This design comes from an exercise in tuning for small area, a short achievable clock period and few clock cycles per item on the open sky130 flow, not from production work.
In this exercise RTL edits were held to simulation tests only and were not proved equivalent to the original.

## flow/config.mk

```make
export PLATFORM = sky130hd
export DESIGN_NAME = freq_regress
export DESIGN_NICKNAME = freq_regress
export VERILOG_FILES = /design/flow/design.v
export SDC_FILE = /design/flow/constraint.sdc
export NUM_CORES = 4
export LEC_CHECK = 0
export CAP_MARGIN = 20
export CORE_MARGIN = 2
export CORE_UTILIZATION = 40
export SLEW_MARGIN = 20
```

## flow/constraint.sdc

```tcl
create_clock -name core_clock -period 14.0 [get_ports {clk}]
set_input_delay 2.8000 -clock core_clock [delete_from_list [all_inputs] [get_ports {clk}]]
set_output_delay 2.8000 -clock core_clock [all_outputs]
set_load 0.01 [all_outputs]
```

## flow/design.v

```verilog
module fr_div #(
    parameter NW = 84,           
    parameter DW = 54            
) (
    input  wire          clk,
    input  wire          rst,
    input  wire          go,
    input  wire [NW-1:0] num,
    input  wire [DW-1:0] den,
    output reg           done,
    output wire [NW-1:0] quo
);
    reg [NW-1:0] q;
    reg [DW:0]   rem;
    reg [DW-1:0] d;
    reg [7:0]    cnt;
    reg          run;
    wire [DW:0] rem_sh = {rem[DW-1:0], q[NW-1]};
    wire        fits   = rem_sh >= {1'b0, d};
    assign quo = q;
    always @(posedge clk) begin
        if (rst) begin
            run  <= 1'b0;
            done <= 1'b0;
        end else begin
            done <= 1'b0;
            if (go) begin
                q   <= num;
                d   <= den;
                rem <= {(DW+1){1'b0}};
                cnt <= NW[7:0];
                run <= 1'b1;
            end else if (run) begin
                rem <= fits ? rem_sh - {1'b0, d} : rem_sh;
                q   <= {q[NW-2:0], fits};
                cnt <= cnt - 8'd1;
                if (cnt == 8'd1) begin
                    run  <= 1'b0;
                    done <= 1'b1;
                end
            end
        end
    end
endmodule
module freq_regress (
    input  wire        clk,
    input  wire        rst,           
    input  wire        start,         
    input  wire [29:0] p_nom,         
    input  wire        stamp_valid,
    input  wire [39:0] stamp,         
    input  wire        stamp_last,    
    output wire        stamp_ready,
    output wire        busy,
    output reg         done,          
    output reg         ok,            
    output reg  [5:0]  kept,          
    output reg  [47:0] period_q,      
    output reg  [55:0] anchor_q,      
    output reg  [31:0] freq           
);
    localparam [3:0] S_IDLE = 4'd0, S_WAIT = 4'd1, S_KDIV = 4'd2,
                     S_CHECK = 4'd3, S_FIN = 4'd4, S_GOP = 4'd5,
                     S_DIVP = 4'd6, S_DIVA = 4'd7, S_DIVF = 4'd8;
    localparam [52:0] F_CONST = 53'd6553600000000000;
    reg  [3:0]  state;
    reg  [29:0] p;
    reg  [5:0]  nrecv;          
    reg         last_q;
    reg  [39:0] s_in;
    reg  [39:0] s0;             
    reg  [39:0] prev;           
    reg  [9:0]  n_prev;         
    reg  [5:0]  sum_k;
    reg  [14:0] sum_n;
    reg  [23:0] sum_nn;
    reg  [36:0] sum_s;
    reg  [46:0] sum_ns;
    reg  [28:0] den_d;          
    reg  [51:0] num_p;          
    reg  [62:0] num_a;          
    reg         a_neg;
    assign busy        = (state != S_IDLE);
    assign stamp_ready = (state == S_WAIT);
    wire [31:0] d_step = s_in[31:0] - prev[31:0];
    wire        kdiv_done;
    wire [33:0] kdiv_q;
    reg         kdiv_go;
    fr_div #(.NW(34), .DW(32)) u_kdiv (
        .clk(clk), .rst(rst), .go(kdiv_go),
        .num({1'b0, d_step, 1'b0} + {4'd0, p}),
        .den({1'b0, p, 1'b0}),
        .done(kdiv_done), .quo(kdiv_q)
    );
    wire [9:0]  k      = kdiv_q[9:0];
    wire [39:0] kp     = k * p;
    wire [40:0] e      = {9'd0, d_step} - {1'b0, kp};    
    wire [40:0] e_abs  = e[40] ? -e : e;
    wire        k_bad  = (k == 10'd0) || ({e_abs, 2'b00} > {13'd0, p});
    wire [9:0]  n_new  = n_prev + k;
    wire [31:0] s_rel  = s_in[31:0] - s0[31:0];
    wire [40:0] s_diff = {1'b0, s_in} - {1'b0, s0};    
    wire [40:0] s_back = {1'b0, s_in} - {1'b0, prev};  
    wire [19:0] n_sq   = n_new * n_new;
    wire [41:0] n_s    = n_new * s_rel;
    wire        s_excl = s_diff[40] || (s_diff[39:32] != 8'd0) ||
                         s_back[40] || (s_back == 41'd0);
    wire [29:0] f_kn   = sum_k * sum_nn;
    wire [29:0] f_nn   = sum_n * sum_n;
    wire [52:0] f_kns  = sum_k * sum_ns;
    wire [51:0] f_ns   = sum_n * sum_s;
    wire [60:0] f_snn  = sum_s * sum_nn;
    wire [61:0] f_nns  = sum_n * sum_ns;
    reg          div_go;
    reg  [83:0]  div_num;
    reg  [53:0]  div_den;
    wire         div_done;
    wire [83:0]  div_q;
    fr_div #(.NW(84), .DW(54)) u_div (
        .clk(clk), .rst(rst), .go(div_go),
        .num(div_num), .den(div_den),
        .done(div_done), .quo(div_q)
    );
    wire [62:0] a_abs    = num_a[62] ? -num_a : num_a;
    wire [83:0] a_mag    = {a_abs[61:0], 17'd0};         
    wire [83:0] p_numer  = {15'd0, num_p, 17'd0} + {55'd0, den_d};
    wire [82:0] f_cd     = F_CONST * den_d;
    wire [83:0] f_numer  = {f_cd, 1'b0} + {32'd0, num_p};
    wire [55:0] s0_q     = {s0, 16'd0};
    always @(posedge clk) begin
        if (rst) begin
            state   <= S_IDLE;
            done    <= 1'b0;
            kdiv_go <= 1'b0;
            div_go  <= 1'b0;
        end else begin
            done    <= 1'b0;
            kdiv_go <= 1'b0;
            div_go  <= 1'b0;
            case (state)
            S_IDLE: begin
                if (start) begin
                    p      <= p_nom;
                    nrecv  <= 6'd0;
                    sum_k  <= 6'd0;
                    sum_n  <= 15'd0;
                    sum_nn <= 24'd0;
                    sum_s  <= 37'd0;
                    sum_ns <= 47'd0;
                    n_prev <= 10'd0;
                    state  <= S_WAIT;
                end
            end
            S_WAIT: begin
                if (stamp_valid) begin
                    s_in   <= stamp;
                    last_q <= stamp_last;
                    if (nrecv == 6'd32) begin
                        state <= stamp_last ? S_FIN : S_WAIT;
                    end else begin
                        nrecv <= nrecv + 6'd1;
                        if (sum_k == 6'd0) begin
                            s0     <= stamp;
                            prev   <= stamp;
                            sum_k  <= 6'd1;
                            state  <= stamp_last ? S_FIN : S_WAIT;
                        end else begin
                            state <= S_KDIV;
                        end
                    end
                end
            end
            S_KDIV: begin
                if (s_excl) begin
                    state <= last_q ? S_FIN : S_WAIT;
                end else begin
                    kdiv_go <= 1'b1;
                    state   <= S_CHECK;
                end
            end
            S_CHECK: begin
                if (kdiv_done) begin
                    if (!k_bad) begin
                        sum_k  <= sum_k + 6'd1;
                        sum_n  <= sum_n + {5'd0, n_new};
                        sum_nn <= sum_nn + {4'd0, n_sq};
                        sum_s  <= sum_s + {5'd0, s_rel};
                        sum_ns <= sum_ns + {5'd0, n_s};
                        n_prev <= n_new;
                        prev   <= s_in;
                    end
                    state <= last_q ? S_FIN : S_WAIT;
                end
            end
            S_FIN: begin
                if (sum_k < 6'd2) begin
                    ok       <= 1'b0;
                    kept     <= sum_k;
                    period_q <= 48'd0;
                    anchor_q <= 56'd0;
                    freq     <= 32'd0;
                    done     <= 1'b1;
                    state    <= S_IDLE;
                end else begin
                    den_d   <= f_kn[28:0] - f_nn[28:0];
                    num_p   <= f_kns[51:0] - f_ns;
                    num_a   <= {2'b00, f_snn} - {1'b0, f_nns};
                    ok      <= 1'b1;
                    kept    <= sum_k;
                    state   <= S_GOP;
                end
            end
            S_GOP: begin
                div_num <= p_numer;
                div_den <= {24'd0, den_d, 1'b0};
                div_go  <= 1'b1;
                state   <= S_DIVP;
            end
            S_DIVP: begin
                if (div_done) begin
                    period_q <= div_q[47:0];
                    a_neg    <= num_a[62];
                    if (num_a[62])
                        div_num <= a_mag + {55'd0, den_d} - 84'd1;
                    else
                        div_num <= a_mag + {55'd0, den_d};
                    div_den <= {24'd0, den_d, 1'b0};
                    div_go  <= 1'b1;
                    state   <= S_DIVA;
                end
            end
            S_DIVA: begin
                if (div_done) begin
                    anchor_q <= a_neg ? s0_q - div_q[55:0] : s0_q + div_q[55:0];
                    div_num  <= f_numer;
                    div_den  <= {1'b0, num_p, 1'b0};
                    div_go   <= 1'b1;
                    state    <= S_DIVF;
                end
            end
            S_DIVF: begin
                if (div_done) begin
                    freq  <= (div_q[83:32] != 52'd0) ? 32'hFFFF_FFFF : div_q[31:0];
                    done  <= 1'b1;
                    state <= S_IDLE;
                end
            end
            default: state <= S_IDLE;
            endcase
        end
    end
endmodule
```

## flow/run.sh

```bash
#!/bin/bash
# synth_recipe.tcl (not shown) runs the flow's synth.tcl, then flattens the netlist and writes it again
# the make line also repeats each setting of config.mk as NAME=value (left out here)
make -C /OpenROAD-flow-scripts/flow DESIGN_CONFIG=/design/flow/config.mk WORK_HOME=/design/flow/orfs CLKGATE_MAP_FILE= SYNTH_SCRIPT=/design/flow/synth_recipe.tcl finish
```

==> run notes <==
-- worst max-delay path, delay by kind of cell (launching register included) --
kind | cells | cell delay (ns)
AOI/OAI and AO/OA | 24 | 6.28
xor gates and xnor gates | 2 | 0.58
buffers and inverters | 3 | 0.64
DFF | 1 | 0.46
muxes | 1 | 0.25
and+or+nand+nor | 8 | 1.76
adders and majority gates | 6 | 2.57
-- layer usage --
layer,vias to the layer above,part of all wire [%]
met2,5260,46
met4,6,4.3
met1,72700,42
li1,62700,-
met5,-,0.0068
met3,989,7.8
-- Yosys cell counts (18+ instances only) --
cell type  count
xor2_1       288
edfxtp_1    1022
ha_1        1466
a31o_2        20
o221ai_1      18
nor2_1       920
nor4_1        76
fa_1        3441
buf_1         35
nand3_1      193
o21bai_1      89
o2111ai_1     25
and3_1       128
mux2_2        75
a31oi_1       92
a211oi_1      92
o22ai_1       24
nand2_1     2487
nand3b_1      25
a21boi_0      28
nand4_1       88
nor3b_1       29
a21o_1       279
o21ai_0      466
nor2b_1      105
or2_2         62
or4_1         30
o31a_1        23
nand2b_1     105
o21a_1       129
o211ai_1      57
xnor2_1      515
inv_1       3844
mux2i_1       82
a21oi_1      628
a211o_1       22
clkbuf_1     900
nor3_1       222
or3_1         91
o31ai_1       71
and2_1      1476
and4_1        22
o41ai_1       26
-- layout make-up --
cell class	instances	area, µm²
fill	46200	270000
multi-input combinational	14300	141000
sequential	1033	30900
inverter	3856	14500
tap	6247	7820
timing repair buffer	557	4810
clock buffer	161	3610
clock inverter	78	812
antenna	14	35.0
-- cells by family (layout without fill, tap and decap cells) --
logic type      after synthesis  in the layout
simple gates               6149           6149
fa+ha+maj                  4907           4907
buf+inv                    4809           4652
compound gates             2292           2292
flops                      1033           1033
xor+xnor                    805            805
mux                         157            157
other cells                   0             14
-- flip-flops by register name, summed over array words and instances, names as in the netlist, 37 cells and up --
signal and cells:
anchor_q 56, u_div.d 52, sum_s 37, num_p 52, div_den 52, sum_ns 47
u_div.rem 54, s_in 40, prev 40, s0 40, num_a 63, div_num 84
period_q 48, u_div.q 84
-- final timing paths --
| check | start | endpoint | slack (ns) | depth (start not counted) |
|---|---|---|---|---|
| max | s_in[1] | prev[3] | 1.05 | 44 |
| min | div_den[17] | u_div.d[17] | 0.41 | 0 |
| max reg2reg | s_in[1] | prev[3] | 1.05 | 44 |
| min reg2reg | div_den[17] | u_div.d[17] | 0.41 | 0 |
-- repair_timing --
| item | CTS | global route |
|---|---|---|
| endpoints found under the setup margin | 0 | 17 |
| hold endpoints to repair | 0 | 0 |
| resized for setup | 0 | 1 |
| buffers inserted | 0 | 0 |
-- through the flow --
| step | hold slack [ns] | area [µm²] | worst slack [ns] | utilization, % |
|---|---|---|---|---|
| 5_1_grt | 0.411 | 204000 | 0.0343 | 43.0 |
| 6_report | 0.412 | 204000 | 1.05 | 43.0 |
| 2_1_floorplan | 0.400 | 190000 | 0.0701 | - |
| 3_3_place_gp | 0.402 | 199000 | 1.20 | 42.0 |
| 3_5_place_dp | 0.405 | 199000 | 1.22 | 42.0 |
| 4_1_cts | 0.414 | 204000 | 1.18 | 43.0 |
==> impl_metrics.yaml <==
critical_path:
  required_ns: 14.47
  critPathArrivalTime_ns: 13.42
  slowest_delay_ns: 0.55
  path_class: "register to register"
  cp-start-kind: "register"
  cp_slowest_cell: "o21ai_0"
  crit_fanout: 40
  endpoint_kind: "register"
  cpMostUsedCell: "o21ai_0"
clock_network:
  clk_pin_slew_ns: 0.06
  cts_buffers: 137
  insertion_delay_ns: 0.91
  cts_tree: "built"
  cts-root-buf: "clkbuf_16"
  cts_hold_repair.buffers: 0
  cts_max_path_buffers: 4
  h-tree-depth: 4
  clock_sinks: 1033
synth:
  synth_edf_count: 1022
  synth_fp_nets: 25100
  synth_largest_area_cell: "fa_1"
  synth-simple-area-share_pct: 15.8
  synth_compound_area_share_pct: 7.88
  ys_seq_area_share_pct: 16.3
  synthMuxAreaShare_pct: 0.877
  netlist_instances: 20200
  synth_xor_area_share_pct: 3.72
  synth_area_leaders: "fa_1, edfxtp_1, ha_1"
  synth_top_area_share_pct: 36.3
  synthesis.area_mm2: 0.190
  yosys_most_used_dff: "edfxtp_1"
  async_flop_share_pct: 0
  synth_top_family_by_area: "adder cells"
  ys_types: 116
  yosys_warnings: 3
  avgSynthCellArea_um2: 9.43
  ys_ff_latch: 1033
  synthAdderAreaFrac_pct: 45.9
drt:
  vias_per_cell: 5.39
  vias: 142000
  routed_wl_mm: 603
  drtIter0Drc: 11900
  wl_per_cell_um: 22.9
  dr.pass1.iters: 9
  final_antenna_net_count: 0
  drcViolationCount: 0
sta:
  fin_crit_ns: 12.95
  slew_headroom_pct: 19.8
  finalSetupViolCount: 0
  fin_tns_setup_ns: 0
  tightest_slew_ns: 1.19
  fin_crit_sh_pct: 92.5
  hold_violations: 0
  fin_worst_skew_ns: 0.110
  max_freq_mhz: 77.2
  drv_slew: 0
  rsz0062_at_grt: "false"
global_routing:
  grt_pass1_wl_mm: 919
  grt.total_usage_pct: 25.2
  grt_max_degree: 137
  grtUsageMet3_pct: 4.10
  met1_usage_pct: 34.3
  grt_overflow: 0
  grt.busiest_layer: "met2"
  gr-usage-met2_pct: 40.6
  antenna_found_initial: 40
  grt_pass1_vias: 146000
placement:
  place.gp.congestion: 0.955
  hpwlAfterDp_mm: 473
  io_buffers: 220
  dp_cells: 26000
floorplan:
  dieArea_mm2: 0.480
  start_util_pct: 40.1
  core_mm2: 0.474
  ioPinCount: 221
  row_count: 253
  die_w_um: 693
  die_h_um: 693
outcome:
  outcome: "finished clean"
job:
  cap_violations: 0
final_layout:
  final_cell_mix: "inv_1, fa_1, nand2_1"
  fin_nets: 24900
  fin_cells: 26300
  final_common_cell: "inv_1"
  layout-drive-gt1-share_pct: 4.09
  area_growth_pct: 7.23
hold_path:
  min_path_type: "register to register"
Testbench counts, summed over its fixed seeds: cycles 400,600, gates 720.

what the ideal ports hide:
How much do the figures lean on ideal ports? The routed layout below was timed once more, with nothing changed but the port constraints. Step 1: set_driving_cell puts a clkbuf_16 on clk and a buf_2 on each other input, an assumption about the parent block. Step 2 moves the port delays by t, midway between the first and last clock arrival at a register: inputs arrive t later, outputs are due t later. That takes back most of the time a late clock gives input paths. Slacks: ideal / step 1 / step 2; pairs: ideal / step 1.
t, ns: 0.973
slack for setup (ns): 1.048 / 1.048 / 1.048
clock arrival spread, ns: 0.125 / 0.124
worst register clock-pin slew, ns: 0.07 / 0.07
worst slew at a driven data input, ns: 0.29
After both steps setup and hold are still met in this run. The setup slack of this run moves by 0.000 ns with the drivers and by 0.000 ns with both steps.
